What follows belongs to an exercise in optimizing a design on an open flow for small area and a short achievable clock period; a production flow would make more cautious choices.
Where RTL was checked, it was by simulation tests only, not by an equivalence proof against the original.
The clock port is modelled as an ideal driver; clocking choices that lean on that would not hold on a real chip.

## main
// trk_lane_rx
module trk_lane_rx (
    input  wire        clk,
    input  wire        rst,           
    input  wire        blk_valid,
    input  wire [1:0]  blk_sh,        
    input  wire [63:0] blk_pl,        
    input  wire [2:0]  cfg_lane,
    input  wire [1:0]  cfg_step,
    output reg         locked,
    output reg         dat_valid,
    output wire [7:0]  dat_idx,
    output wire [63:0] dat_pl,
    output reg         hdr_valid,
    output reg         hdr_ok,
    output reg  [47:0] hdr_fcnt,
    output reg  [15:0] hdr_claim,
    output reg  [3:0]  hdr_ql,
    output reg  [1:0]  hdr_step,
    output reg  [2:0]  hdr_state,
    output reg  [7:0]  hdr_msg,
    output reg         crc_valid,
    output reg         crc_ok
);
Settings: LEC_CHECK=0, CAP_MARGIN=20, CORE_MARGIN=2, CORE_UTILIZATION=40, SLEW_MARGIN=20; clock period 13.5 ns.
standard.sh (not shown) runs the stock make flow with config.mk's settings and CLKGATE_MAP_FILE= SYNTH_SCRIPT=/design/flow/synth_recipe.tcl, a recipe that flattens the netlist after the stock synthesis.
==> flow/flow/run.sh <==
#!/bin/bash
# Layout: the standard ORFS flow (standard.sh) with extra make settings from flow/params.sh:
# a smaller port-buffer cell, timing repair aimed at a tighter setup margin, smaller clock-tree
# clusters, and a two-level clock tree (flow/cts_post.tcl).
set -euo pipefail
source flow/params.sh
bash standard.sh "${ARGS[@]}" "POST_CTS_TCL=$PWD/flow/cts_post.tcl" finish > standard_flow.log 2>&1
Other scripts of this flow, unchanged in this note and not shown: flow/flow/cts_post.tcl, flow/flow/params.sh
main was carried through to the last stage, and its layout satisfied the timing, DRC and antenna checks.
## Diff of input files: the feature branch against main
--- a/flow/design.v
+++ b/flow/design.v
@@ -33,13 +33,12 @@
     reg  [7:0] cnt;         
     reg  [1:0] win;         
     reg  [4:0] err;         
     reg [63:0] dreg;        
     reg        t1_b0;       
     reg        t1_b1;       
-    reg        t1_sh;       
     reg        t1_ls;       
     reg        t1_se;       
     reg        ok0;         
     reg [7:0]  z8;          
     reg [15:0] c16;         
     assign dat_pl  = dreg;
@@ -469,13 +468,13 @@
     assign f16[10] = p_229;
     assign f16[11] = p_238;
     assign f16[12] = p_246;
     assign f16[13] = p_254;
     assign f16[14] = p_261;
     assign f16[15] = p_269;
-    wire hdr_good = ok0 && t1_sh && t1_ls && (dreg[7:0] == 8'h47) && (f8 == z8);
+    wire hdr_good = ok0 && !t1_se && t1_ls && (dreg[7:0] == 8'h47) && (f8 == z8);
     wire hdr_lost = t1_b1 && bad_prev && !hdr_good;
     wire t1_take  = dat_valid || t1_b0 || t1_b1;
     wire se_lost  = t1_take && t1_se && (err == 5'd31);
     wire lk_eff   = lk && !hdr_lost && !se_lost;
     wire is_hdr   = (blk_sh == 2'b01);
     wire is_dat   = (blk_sh == 2'b10);
@@ -483,25 +482,24 @@
     wire nb1      = (cnt == 8'd0);       
     wire take     = blk_valid && lk_eff;
     wire lock_now = blk_valid && !lk_eff && is_hdr && prev_hdr;
     always @(posedge clk) begin
         if (blk_valid) hist <= blk_pl[63:6];
         dreg   <= desc;
-        t1_sh  <= is_hdr;
         t1_se  <= (nb0 || nb1) ? !is_hdr : !is_dat;
         t1_ls  <= (desc[30:28] == cfg_lane) && (desc[33:32] == cfg_step);
         hdr_claim <= dreg[23:8];
         hdr_ql    <= dreg[27:24];
         hdr_step  <= dreg[33:32];
         hdr_state <= dreg[36:34];
         hdr_msg   <= dreg[47:40];
         hdr_ok    <= hdr_good;
         crc_ok    <= (dreg[63:48] == c16);
         if (t1_b0) begin
             z8  <= zin;
-            ok0 <= t1_sh && (dreg[7:0] == 8'hB8);
+            ok0 <= !t1_se && (dreg[7:0] == 8'hB8);
             hdr_fcnt <= dreg[55:8];
         end
         if (dat_valid) c16 <= f16;
         if (lock_now) cnt <= 8'd1;
         else if (take) cnt <= cnt + 8'd1;
         if (lock_now) begin
### Flow results
The feature branch vs. main: synthesized cell count up 2.7%; number of nets in the synthesized netlist increased 26; area fraction in compound gates after synthesis now sits higher; detailed-route wire length per cell went up 0.50 um.
As far as final hold slack is concerned, the feature branch and main perform about the same.
Wire length of the first global-routing pass of the feature branch exceeds that of main by a few percent.
From main to the feature branch the numbers moved as follows: overall routed net length grew by about 3%, post-route minimum period grew by 0.051 ns.
Diff main -> the feature branch: post-placement cell area climbed 160 um2; share of the core filled with cells went up by 0.19 points; area of the die increased by 600 um2 relative to the old numbers.
Startpoint of the most critical setup path = dreg[55]$_DFF_P_: the feature branch; startpoint of the most critical setup path = dreg[45]$_DFF_P_: main
Function not checked in the feature branch: the RTL went through the layout flow alone.

* * *

Setup of before:
Another version of the RTL of trk_lane_rx (not shown whole).
Size in the first run: roughly 260 flip-flops, roughly 230 I/O pins, ~0.013 sq mm of cells after synthesis.
clock: 13.5 ns
lec_check: 0
cap_margin: 20
core_margin: 2
core_utilization: 40
slew_margin: 20
==> flow/flow/run.sh <==
#!/bin/bash
# Layout: the standard ORFS flow (standard.sh) with extra make settings from flow/params.sh:
# a smaller port-buffer cell, timing repair aimed at a tighter setup margin, smaller clock-tree
# clusters, and a two-level clock tree (flow/cts_post.tcl), and a buffer between each output flip-flop and its other loads (flow/resize_pre.tcl).
set -euo pipefail
source flow/params.sh
bash standard.sh "${ARGS[@]}" "POST_CTS_TCL=$PWD/flow/cts_post.tcl" "PRE_RESIZE_TCL=$PWD/flow/resize_pre.tcl" finish > standard_flow.log 2>&1
Other scripts of this flow, unchanged in this note and not shown: flow/flow/cts_post.tcl, flow/flow/params.sh, flow/flow/resize_pre.tcl
Here is what was changed in the inputs of after compared with before.
--- a/flow/design.v
+++ b/flow/design.v
@@ -23,23 +23,22 @@
 );
     reg  [57:0]  hist;
     wire [121:0] sbits = {blk_pl, hist};
     reg  [63:0]  desc;
     integer k;
     always @* for (k = 0; k < 64; k = k + 1) desc[k] = sbits[58 + k] ^ sbits[19 + k] ^ sbits[k];
     reg        lk;          
     reg        prev_hdr;    
     reg        bad_prev;    
     reg        have_prev;   
     reg  [7:0] cnt;         
-    reg        rl;          
     reg  [1:0] win;         
     reg  [4:0] err;         
     reg [63:0] dreg;        
     reg        t1_b0;       
     reg        t1_b1;       
     reg        t1_sh;       
     reg        t1_ls;       
     reg        t1_se;       
     reg        ok0;         
     reg [7:0]  z8;          
     reg [15:0] c16;         
@@ -472,65 +471,62 @@
     assign f16[12] = p_246;
     assign f16[13] = p_254;
     assign f16[14] = p_261;
     assign f16[15] = p_269;
     wire hdr_good = ok0 && t1_sh && t1_ls && (dreg[7:0] == 8'h47) && (f8 == z8);
     wire hdr_lost = t1_b1 && bad_prev && !hdr_good;
     wire t1_take  = dat_valid || t1_b0 || t1_b1;
     wire se_lost  = t1_take && t1_se && (err == 5'd31);
     wire lk_eff   = lk && !hdr_lost && !se_lost;
     wire is_hdr   = (blk_sh == 2'b01);
     wire is_dat   = (blk_sh == 2'b10);
-    wire nb0      = !rl && (cnt == 8'd255);     
-    wire nb1      = !rl && (cnt == 8'd0);       
+    wire nb0      = (cnt == 8'd255);     
+    wire nb1      = (cnt == 8'd0);       
     wire take     = blk_valid && lk_eff;
-    wire hp       = is_hdr && prev_hdr;
-    wire lock_now = blk_valid && !lk_eff && hp;
-    wire [7:0] cnt_inc = rl ? 8'd2 : cnt + 8'd1;
+    wire lock_now = blk_valid && !lk_eff && is_hdr && prev_hdr;
     always @(posedge clk) begin
         if (blk_valid) hist <= blk_pl[63:6];
         dreg   <= desc;
         t1_sh  <= is_hdr;
         t1_se  <= (nb0 || nb1) ? !is_hdr : !is_dat;
         t1_ls  <= (desc[30:28] == cfg_lane) && (desc[33:32] == cfg_step);
         hdr_claim <= dreg[23:8];
         hdr_ql    <= dreg[27:24];
         hdr_step  <= dreg[33:32];
         hdr_state <= dreg[36:34];
         hdr_msg   <= dreg[47:40];
         hdr_ok    <= hdr_good;
         crc_ok    <= (dreg[63:48] == c16);
         if (t1_b0) begin
             z8  <= zin;
             ok0 <= t1_sh && (dreg[7:0] == 8'hB8);
             hdr_fcnt <= dreg[55:8];
         end
         if (dat_valid) c16 <= f16;
-        if (blk_valid) cnt <= (!lk && hp) ? 8'd1 : cnt_inc;
-        else if (rl) cnt <= 8'd1;
+        if (lock_now) cnt <= 8'd1;
+        else if (take) cnt <= cnt + 8'd1;
         if (lock_now) begin
             win <= 2'd0; err <= 5'd0; bad_prev <= 1'b0; have_prev <= 1'b0;
         end else begin
             if (t1_take) begin
                 if (t1_b1) win <= win + 2'd1;
                 err <= (t1_b1 && win == 2'd3) ? 5'd0 : err + {4'd0, t1_se};
             end
             if (t1_b1) bad_prev <= !hdr_good;
-            if (dat_valid && cnt == 8'd255) have_prev <= 1'b1;
+            if (take && cnt == 8'd254) have_prev <= 1'b1;
         end
         if (rst) begin
-            lk <= 1'b0; prev_hdr <= 1'b0; locked <= 1'b0; rl <= 1'b0;
+            lk <= 1'b0; prev_hdr <= 1'b0; locked <= 1'b0;
             dat_valid <= 1'b0; t1_b0 <= 1'b0; t1_b1 <= 1'b0;
             hdr_valid <= 1'b0; crc_valid <= 1'b0;
         end else begin
             if (blk_valid) prev_hdr <= is_hdr;
             lk        <= lk_eff || lock_now;
-            rl        <= lk && !lk_eff && lock_now;
             locked    <= lk_eff;
             dat_valid <= take && !nb0 && !nb1;
             t1_b0     <= take && nb0;
             t1_b1     <= take && nb1;
             hdr_valid <= t1_b1;
             crc_valid <= t1_b1 && hdr_good && have_prev;
         end
     end
 endmodule
Findings:
- NOTE die area before->after decreased slightly
- Looking at post-synthesis net count, after sits 30 below before.
- From before to after the numbers moved as follows: overall via count from detail_route now sits lower; worst relative slew slack dropped 2.6 points; wire length of the first global-routing pass down about 0.33%; routability congestion estimate went up about 1.1%.
- before vs after, cell with the largest stage delay on the worst path: or2_2 vs or4_1
- Diff before -> after: global-route track usage on met1 lower; final critical-path setup slack higher.
For before, only the layout was checked, not whether the RTL still works.

==> separate check: timing with driven ports <==
The results above use ideal ports. As a check the final layouts listed here were re-extracted and re-timed, cells and wires unchanged. Step 1 (the two cells are an assumption about what drives the block):
set clk [get_ports {clk}]
set_driving_cell -lib_cell sky130_fd_sc_hd__clkbuf_16 $clk
set_driving_cell -lib_cell sky130_fd_sc_hd__buf_2 [delete_from_list [all_inputs] $clk]
Step 2 times the ports against the registers' clock, not the clock port: input delays grow and output delays shrink by t, the midpoint of the rising clock arrivals with the driver on. Three values: ideal ports, drivers, drivers and shift; two values: the first two.
| run | shift t [ns] | setup slack, ns | latest minus earliest clock arrival (ns) |
|---|---|---|---|
| main | 0.403 | 9.789 / 9.690 / 9.486 | 0.021 / 0.021 |
| the feature branch | 0.409 | 9.738 / 9.698 / 9.393 | 0.025 / 0.025 |
| before | 0.433 | 9.652 / 9.673 / 9.270 | 0.029 / 0.029 |
| after | 0.435 | 9.791 / 9.737 / 9.401 | 0.034 / 0.034 |
After both steps every run listed still meets setup and hold. For after, which loses most, drivers alone change the setup slack by -0.054 ns; drivers and shift together by -0.390 ns.
